Context: an optimization exercise on an open-source flow, tuned for small area. The choices shown serve that exercise and are no tape-out recipe.
The RTL was checked by simulation tests, not by an equivalence proof against the original design.
Power figures rest on the tool's default switching activity, not on a simulated workload. The clock port is modelled as an ideal driver; clocking choices that lean on that would not hold on a real chip.

## mtr_sinc3
module mtr_sinc3 #(
    parameter NCH = 16,
    parameter W   = 28
) (
    input  wire             clk,
    input  wire             rst,        
    input  wire [1:0]       osr_sel,    
    input  wire             bit_en,     
    input  wire [NCH-1:0]   mi,         
    output reg              smp_valid,
    output wire [NCH*W-1:0] smp_data
);
Size in the first run: about 3,800 cells after synthesis, about 470 I/O pins, about 51,000 µm² of cells after synthesis.
export LEC_CHECK = 0
export CAP_MARGIN = 20
export CORE_MARGIN = 2
export CORE_UTILIZATION = 72
export PLACE_DENSITY = 0.86
export SLEW_MARGIN = 20
create_clock -name core_clock -period 12.0 [get_ports {clk}]
standard.sh (not shown) runs the stock make flow with config.mk's settings and CLKGATE_MAP_FILE= SYNTH_SCRIPT=/design/flow/synth_recipe.tcl, a recipe that flattens the netlist after the stock synthesis.
==> flow/flow/run.sh <==
#!/bin/bash
# Layout flow: the standard ORFS flow (standard.sh, with the standard
# synthesis unchanged), with three changes: minimum-size port buffers, the
# synthesis buffers removed at floorplan (the resizer adds back what the
# layout needs), and a clock tree of clkbuf_16 buffers with larger sink
# clusters and no dummy loads. The make output goes to make_finish.log; ORFS
# keeps each step's own log under orfs/logs/.
set -euo pipefail
bash standard.sh \
  "BUFFER_PORTS_ARGS=-buffer_cell sky130_fd_sc_hd__buf_1" \
  "CTS_ARGS=-sink_clustering_enable -repair_clock_nets -dont_use_dummy_load -buf_list {sky130_fd_sc_hd__clkbuf_16} -sink_clustering_size 30 -sink_clustering_max_diameter 70" \
  "REMOVE_ABC_BUFFERS=1" \
  finish > make_finish.log 2>&1
Edit:
Settings changed: CORE_UTILIZATION 72 to 78, PLACE_DENSITY 0.86 to 0.9.
Effect:
- The new run completed without violations
- sequential cell count stays the same
- register-to-register slack is worse by 0.10 ns
- cell area drops slightly
- power drops slightly
- area after synthesis is unchanged
- non-clock buffer count drops by 5
- sequential power is about the same
- combinational power hardly moves
- worst hold slack is better by 0.0064 ns
- count of clock-buffer cells in the layout drops by 3
- clock power drops by a few percent
Edit:
Settings changed: CORE_UTILIZATION 78 to 84, PLACE_DENSITY 0.9 to 0.94.
What happened: The changed run ran to the end with no violations; routed wire length went up by about a fifth; final area hardly moves; setup slack got worse by 0.028 ns; power went up slightly; area after synthesis stays the same; register-to-register slack got worse by 0.03 ns; fmax barely changes; critical path depth went up by 1; global-route usage went up by 8.9 points; count of clock-buffer cells in the layout went up by 1.
Edit:
Settings changed: CORE_UTILIZATION 84 to 72, GPL_TIMING_DRIVEN from default to 0, PLACE_DENSITY 0.94 to 0.86.
Die area increases by 16%; sequential power stays flat; sequential share of layout area falls by 1.2 points; critical path depth does not change.
Edit:
==> flow/flow/run.sh (replaced) <==
#!/bin/bash
# Layout flow: the standard ORFS flow (standard.sh, with the standard
# synthesis unchanged), with two changes: minimum-size port buffers, and a
# clock tree of clkbuf_16 buffers with larger sink clusters and no dummy
# loads. The make output goes to make_finish.log; ORFS keeps each step's own
# log under orfs/logs/.
set -euo pipefail
bash standard.sh \
  "BUFFER_PORTS_ARGS=-buffer_cell sky130_fd_sc_hd__buf_1" \
  "CTS_ARGS=-sink_clustering_enable -repair_clock_nets -dont_use_dummy_load -buf_list {sky130_fd_sc_hd__clkbuf_16} -sink_clustering_size 30 -sink_clustering_max_diameter 70" \
  finish > make_finish.log 2>&1
Settings changed: GPL_TIMING_DRIVEN 0 to default.
Outcome:
- non-clock buffer count shrinks by 75
- wire length climbs by 7.8%
- synthesized area does not change
- sequential share of layout area is higher by 0.89 points
- critical path depth came out lower by 1
- worst setup slack gains 0.20 ns
- global-route usage is higher by 2.5 points
- clock-buffer cell count is unchanged
- clock skew drops by 0.017 ns
- fmax goes up by 1.7%

---

## run C
mtr_sinc3, a different RTL version from the one above (not shown whole).
Size in the first run: ~470 I/O pins, about 0.051 mm² of cells after synthesis.
Settings: LEC_CHECK=0, CAP_MARGIN=20, CORE_MARGIN=2, CORE_UTILIZATION=65, PLACE_DENSITY=0.8, SLEW_MARGIN=20; clock period 12.0 ns.
==> flow/flow/run.sh <==
#!/bin/bash
# Layout flow: the standard ORFS flow (standard.sh, with the standard
# synthesis unchanged), with two changes: minimum-size port buffers, and a
# clock tree of clkbuf_16 buffers with larger sink clusters and no dummy
# loads. The make output goes to make_finish.log; ORFS keeps each step's own
# log under orfs/logs/.
set -euo pipefail
bash standard.sh \
  "BUFFER_PORTS_ARGS=-buffer_cell sky130_fd_sc_hd__buf_1" \
  "CTS_ARGS=-sink_clustering_enable -repair_clock_nets -dont_use_dummy_load -buf_list {sky130_fd_sc_hd__clkbuf_16} -sink_clustering_size 28 -sink_clustering_max_diameter 80" \
  finish > make_finish.log 2>&1
## Diff of input files: run B against run C
Settings: CORE_UTILIZATION changed from 65 to 72; PLACE_DENSITY changed from 0.8 to 0.86.
--- a/flow/flow/run.sh
+++ b/flow/flow/run.sh
@@ -8,4 +8,4 @@
 bash standard.sh \
   "BUFFER_PORTS_ARGS=-buffer_cell sky130_fd_sc_hd__buf_1" \
-  "CTS_ARGS=-sink_clustering_enable -repair_clock_nets -dont_use_dummy_load -buf_list {sky130_fd_sc_hd__clkbuf_16} -sink_clustering_size 28 -sink_clustering_max_diameter 80" \
+  "CTS_ARGS=-sink_clustering_enable -repair_clock_nets -dont_use_dummy_load -buf_list {sky130_fd_sc_hd__clkbuf_16} -sink_clustering_size 30 -sink_clustering_max_diameter 70" \
   finish > make_finish.log 2>&1
Run B vs. run C: total clock sinks saw little to no change, period utilization rose 0.69 points.
In terms of routed wire length, run B and run C differ only marginally.
Row total power draw: run B lower / run C higher
Sequential share of layout area: run B vs run C up 0.28 points
Summary of run B over run C: final area shrank by 300 µm², number of instances in the placed design went down by 120, number of antenna violations at the first check in global routing decreased by 3 relative to the old numbers.

---

The RTL this note starts from:
==> flow/design.v <==
module mtr_sinc3 #(
    parameter NCH = 16,
    parameter W   = 28
) (
    input  wire             clk,
    input  wire             rst,        
    input  wire [1:0]       osr_sel,    
    input  wire             bit_en,     
    input  wire [NCH-1:0]   mi,         
    output reg              smp_valid,
    output wire [NCH*W-1:0] smp_data
);
    localparam NP = NCH / 2;    
    localparam WA = 25;         
    localparam WB = 27;         
    localparam WC = 28;         
    localparam WH = 21;         
    reg [1:0] osr_q;
    always @(posedge clk) begin
        if (rst)
            osr_q <= osr_sel;
    end
    reg            ph;
    reg            pend;
    reg            proc_b;
    reg  [NCH-1:0] xq;
    reg  [NP-1:0]  xqb;
    wire           proc_a = pend & ~ph;
    wire           proc   = proc_a | proc_b;
    always @(posedge clk) begin
        if (rst) begin
            ph     <= 1'b0;
            pend   <= 1'b0;
            proc_b <= 1'b0;
        end else begin
            ph     <= ~ph;
            pend   <= bit_en | (pend & ~proc_a);
            proc_b <= proc_a;
        end
    end
    integer k;
    always @(posedge clk) begin
        if (!rst && bit_en)
            xq <= mi;
        for (k = 0; k < NP; k = k + 1)
            xqb[k] <= xq[2*k+1];
    end
    reg  [14:0]   u;
    reg  [WH-1:0] h_a, h_b, h_c;
    reg           p0;       
    wire [1:0]    osr_i = rst ? osr_sel : osr_q;
    reg  [14:0]   s_step;   
    reg  [14:0]   u_last;   
    reg  [WH-1:0] hi_m;     
    reg           x_m;      
    reg  [WH-1:0] hb0, hc0;
    always @(*) begin
        case (osr_i)
            2'd0: begin
                s_step = 15'd512; u_last = 15'd32256; hi_m = {{(WH-15){1'b1}}, 15'd0}; x_m = u[14];
                hb0 = 21'd63 << 14; hc0 = 21'd65 << 14;
            end
            2'd1: begin
                s_step = 15'd64;  u_last = 15'd8128;  hi_m = {{(WH-13){1'b1}}, 13'd0}; x_m = u[12];
                hb0 = 21'd127 << 12; hc0 = 21'd129 << 12;
            end
            2'd2: begin
                s_step = 15'd8;   u_last = 15'd2040;  hi_m = {{(WH-11){1'b1}}, 11'd0}; x_m = u[10];
                hb0 = 21'd255 << 10; hc0 = 21'd257 << 10;
            end
            default: begin
                s_step = 15'd1;   u_last = 15'd511;   hi_m = {{(WH-9){1'b1}}, 9'd0};   x_m = u[8];
                hb0 = 21'd511 << 8; hc0 = 21'd513 << 8;
            end
        endcase
    end
    reg           first;    
    reg           last;     
    wire [WH-1:0] d_b = ({{(WH-16){1'b0}}, u, 1'b0} & ~hi_m) | ({WH{~x_m}} & hi_m);
    wire [WH-1:0] d_c = {{(WH-15){1'b0}}, u} | hi_m;
    wire [14:0]   u_n;
    wire [WH-1:0] h_a_n, h_b_n, h_c_n;
    mtr_sinc3_rca #(.W(15)) u_add_u (.a(u),   .b(s_step),                        .ci(1'b0), .s(u_n));
    mtr_sinc3_rca #(.W(WH)) u_add_ha (.a(h_a), .b({{(WH-15){1'b0}}, u}),        .ci(1'b0), .s(h_a_n));
    mtr_sinc3_rca #(.W(WH)) u_add_hb (.a(h_b), .b(~d_b),                         .ci(1'b1), .s(h_b_n));
    mtr_sinc3_rca #(.W(WH)) u_add_hc (.a(h_c), .b(d_c),                          .ci(1'b0), .s(h_c_n));
    always @(posedge clk) begin
        if (rst || (proc_b && last)) begin
            first <= 1'b1;
            last  <= 1'b0;
            u   <= 15'd0;
            h_a <= {WH{1'b0}};
            h_b <= hb0;
            h_c <= hc0;
        end else if (proc_b) begin
            first <= 1'b0;
            last  <= (u_n == u_last);
            u   <= u_n;
            h_a <= h_a_n;
            h_b <= h_b_n;
            h_c <= h_c_n;
        end
    end
    always @(posedge clk) begin
        if (rst)
            p0 <= 1'b1;
        else if (proc_b)
            p0 <= 1'b0;
    end
    always @(posedge clk) begin
        if (rst)
            smp_valid <= 1'b0;
        else
            smp_valid <= proc_b & last;
    end
    wire          pend_nx   = ~rst & (bit_en | (pend & ~proc_a));
    wire          proc_nx   = ~rst & ((pend_nx & ph) | proc_a);
    wire          first_nx  = (rst | (proc_b & last)) | (first & ~proc_b);
    wire          p0_nx     = rst | (p0 & ~proc_b);
    reg           proc_q, start_q, shift_q;
    always @(posedge clk) begin
        proc_q  <= proc_nx;
        start_q <= proc_nx & first_nx;
        shift_q <= proc_nx & first_nx & ~p0_nx;
    end
    wire          keep  = ~start_q;              
    wire          shift = shift_q;               
    wire [WH-1:0] ga = h_a;
    wire [WH-1:0] gb = h_b;
    wire [WH-1:0] gc = h_c;
    genvar p;
    generate
        for (p = 0; p < NP; p = p + 1) begin : g_pair
            reg  [WA-1:0] a1n, a2n;
            reg  [WB-1:0] b1n, b2n;
            reg  [WC-1:0] c1, c2;
            wire x = proc_q & (ph ? xqb[p] : xq[2*p]);
            wire [WA-1:0] an_in = a1n | {WA{~keep}};
            wire [WB-1:0] bn_in = ~(({{(WB-WA){1'b0}}, ~a1n} & {WB{shift}}) | (~b1n & {WB{keep}}));
            wire [WC-1:0] c_in  = ({1'b0, ~b1n} & {WC{shift}}) | (c1 & {WC{keep}});
            wire [WA-1:0] an_sum;
            wire [WB-1:0] bn_sum;
            wire [WC-1:0] c_sum;
            mtr_sinc3_rca #(.W(WA)) u_add_a (.a(an_in), .b({{(WA-WH+1){1'b1}}, ~(ga[WH-2:0] & {(WH-1){x}})}), .ci(1'b1), .s(an_sum));
            mtr_sinc3_rca #(.W(WB)) u_add_b (.a(bn_in), .b({{(WB-WH){1'b1}}, ~(gb & {WH{x}})}), .ci(1'b1), .s(bn_sum));
            mtr_sinc3_rca #(.W(WC)) u_add_c (.a(c_in), .b({{(WC-WH){1'b0}}, gc & {WH{x}}}), .ci(1'b0), .s(c_sum));
            always @(posedge clk) begin
                a2n <= an_sum;
                b2n <= bn_sum;
                c2  <= c_sum;
                a1n <= a2n;
                b1n <= b2n;
                c1  <= c2;
            end
            assign smp_data[(2*p)*W   +: W] = c1;
            assign smp_data[(2*p+1)*W +: W] = c2;
        end
    endgenerate
endmodule
module mtr_sinc3_rca #(
    parameter W = 28
) (
    input  wire [W-1:0] a,
    input  wire [W-1:0] b,
    input  wire         ci,
    output wire [W-1:0] s
);
    wire [W:0] c;
    assign c[0] = ci;
    genvar i;
    generate
        for (i = 0; i < W; i = i + 1) begin : g_bit
            assign s[i]   = a[i] ^ b[i] ^ c[i];
            assign c[i+1] = (a[i] & b[i]) | (a[i] & c[i]) | (b[i] & c[i]);
        end
    endgenerate
endmodule
clock: 12.0 ns
lec_check: 0
abc_area: 1
cap_margin: 20
core_margin: 2
core_utilization: 72
place_density: 0.86
slew_margin: 20
==> flow/flow/run.sh <==
#!/bin/bash
# Layout flow: the standard ORFS flow (standard.sh, with the standard
# synthesis unchanged), with two changes: minimum-size port buffers, and a
# clock tree of clkbuf_16 buffers with larger sink clusters and no dummy
# loads. The make output goes to make_finish.log; ORFS keeps each step's own
# log under orfs/logs/.
set -euo pipefail
bash standard.sh \
  "BUFFER_PORTS_ARGS=-buffer_cell sky130_fd_sc_hd__buf_1" \
  "CTS_ARGS=-sink_clustering_enable -repair_clock_nets -dont_use_dummy_load -buf_list {sky130_fd_sc_hd__clkbuf_16} -sink_clustering_size 30 -sink_clustering_max_diameter 70" \
  finish > make_finish.log 2>&1
The first run went through all stages and came out clean.
Then changed:
--- a/flow/flow/run.sh
+++ b/flow/flow/run.sh
@@ -8,4 +8,4 @@
 bash standard.sh \
   "BUFFER_PORTS_ARGS=-buffer_cell sky130_fd_sc_hd__buf_1" \
-  "CTS_ARGS=-sink_clustering_enable -repair_clock_nets -dont_use_dummy_load -buf_list {sky130_fd_sc_hd__clkbuf_16} -sink_clustering_size 30 -sink_clustering_max_diameter 70" \
+  "CTS_ARGS=-sink_clustering_enable -repair_clock_nets -dont_use_dummy_load -buf_list {sky130_fd_sc_hd__clkbuf_16} -sink_clustering_size 28 -sink_clustering_max_diameter 80" \
   finish > make_finish.log 2>&1
--- a/flow/config.mk
+++ b/flow/config.mk
@@ -9,5 +9,5 @@
 export CAP_MARGIN = 20
 export CORE_MARGIN = 2
-export CORE_UTILIZATION = 72
-export PLACE_DENSITY = 0.86
+export CORE_UTILIZATION = 65
+export PLACE_DENSITY = 0.8
 export SLEW_MARGIN = 20
The new run ran to the end with no violations.
Power came out lower slightly.
Critical path depth came out lower by 1.
Register-to-register slack is worse by 0.02 ns.

[static timing again, ports no longer ideal]
In the flow no input, the clock included, has a driving cell. The finished layouts below were timed again as built, in two steps.
Step 1, drivers: a clkbuf_16 drives clk and a buf_2 each remaining input, both assumed.
Step 2 also shifts input and output timing later by t, the mid clock arrival at the registers, as if the neighbouring blocks saw the same clock.
Three values: no drivers, after step 1, after step 2; two values: the first two.
run	t, ns	setup slack, ns	slew at the worst register clock pin (ns)
the first run of note 1	0.711	0.379 / 0.379 / 0.379	0.11 / 0.11
the second run of note 1	0.705	0.278 / 0.278 / 0.278	0.11 / 0.11
the third run of note 1	0.726	0.250 / 0.250 / 0.250	0.12 / 0.12
the fourth run of note 1	0.702	0.237 / 0.237 / 0.237	0.12 / 0.12
the fifth run of note 1	0.710	0.438 / 0.438 / 0.438	0.12 / 0.12
run C	0.703	0.544 / 0.544 / 0.544	0.11 / 0.11
run B	0.703	0.462 / 0.462 / 0.462	0.12 / 0.12
the first run of note 3	0.726	0.350 / 0.350 / 0.350	0.12 / 0.12
the second run of note 3	0.712	0.325 / 0.325 / 0.325	0.11 / 0.11
After both steps every run listed still meets setup and hold.
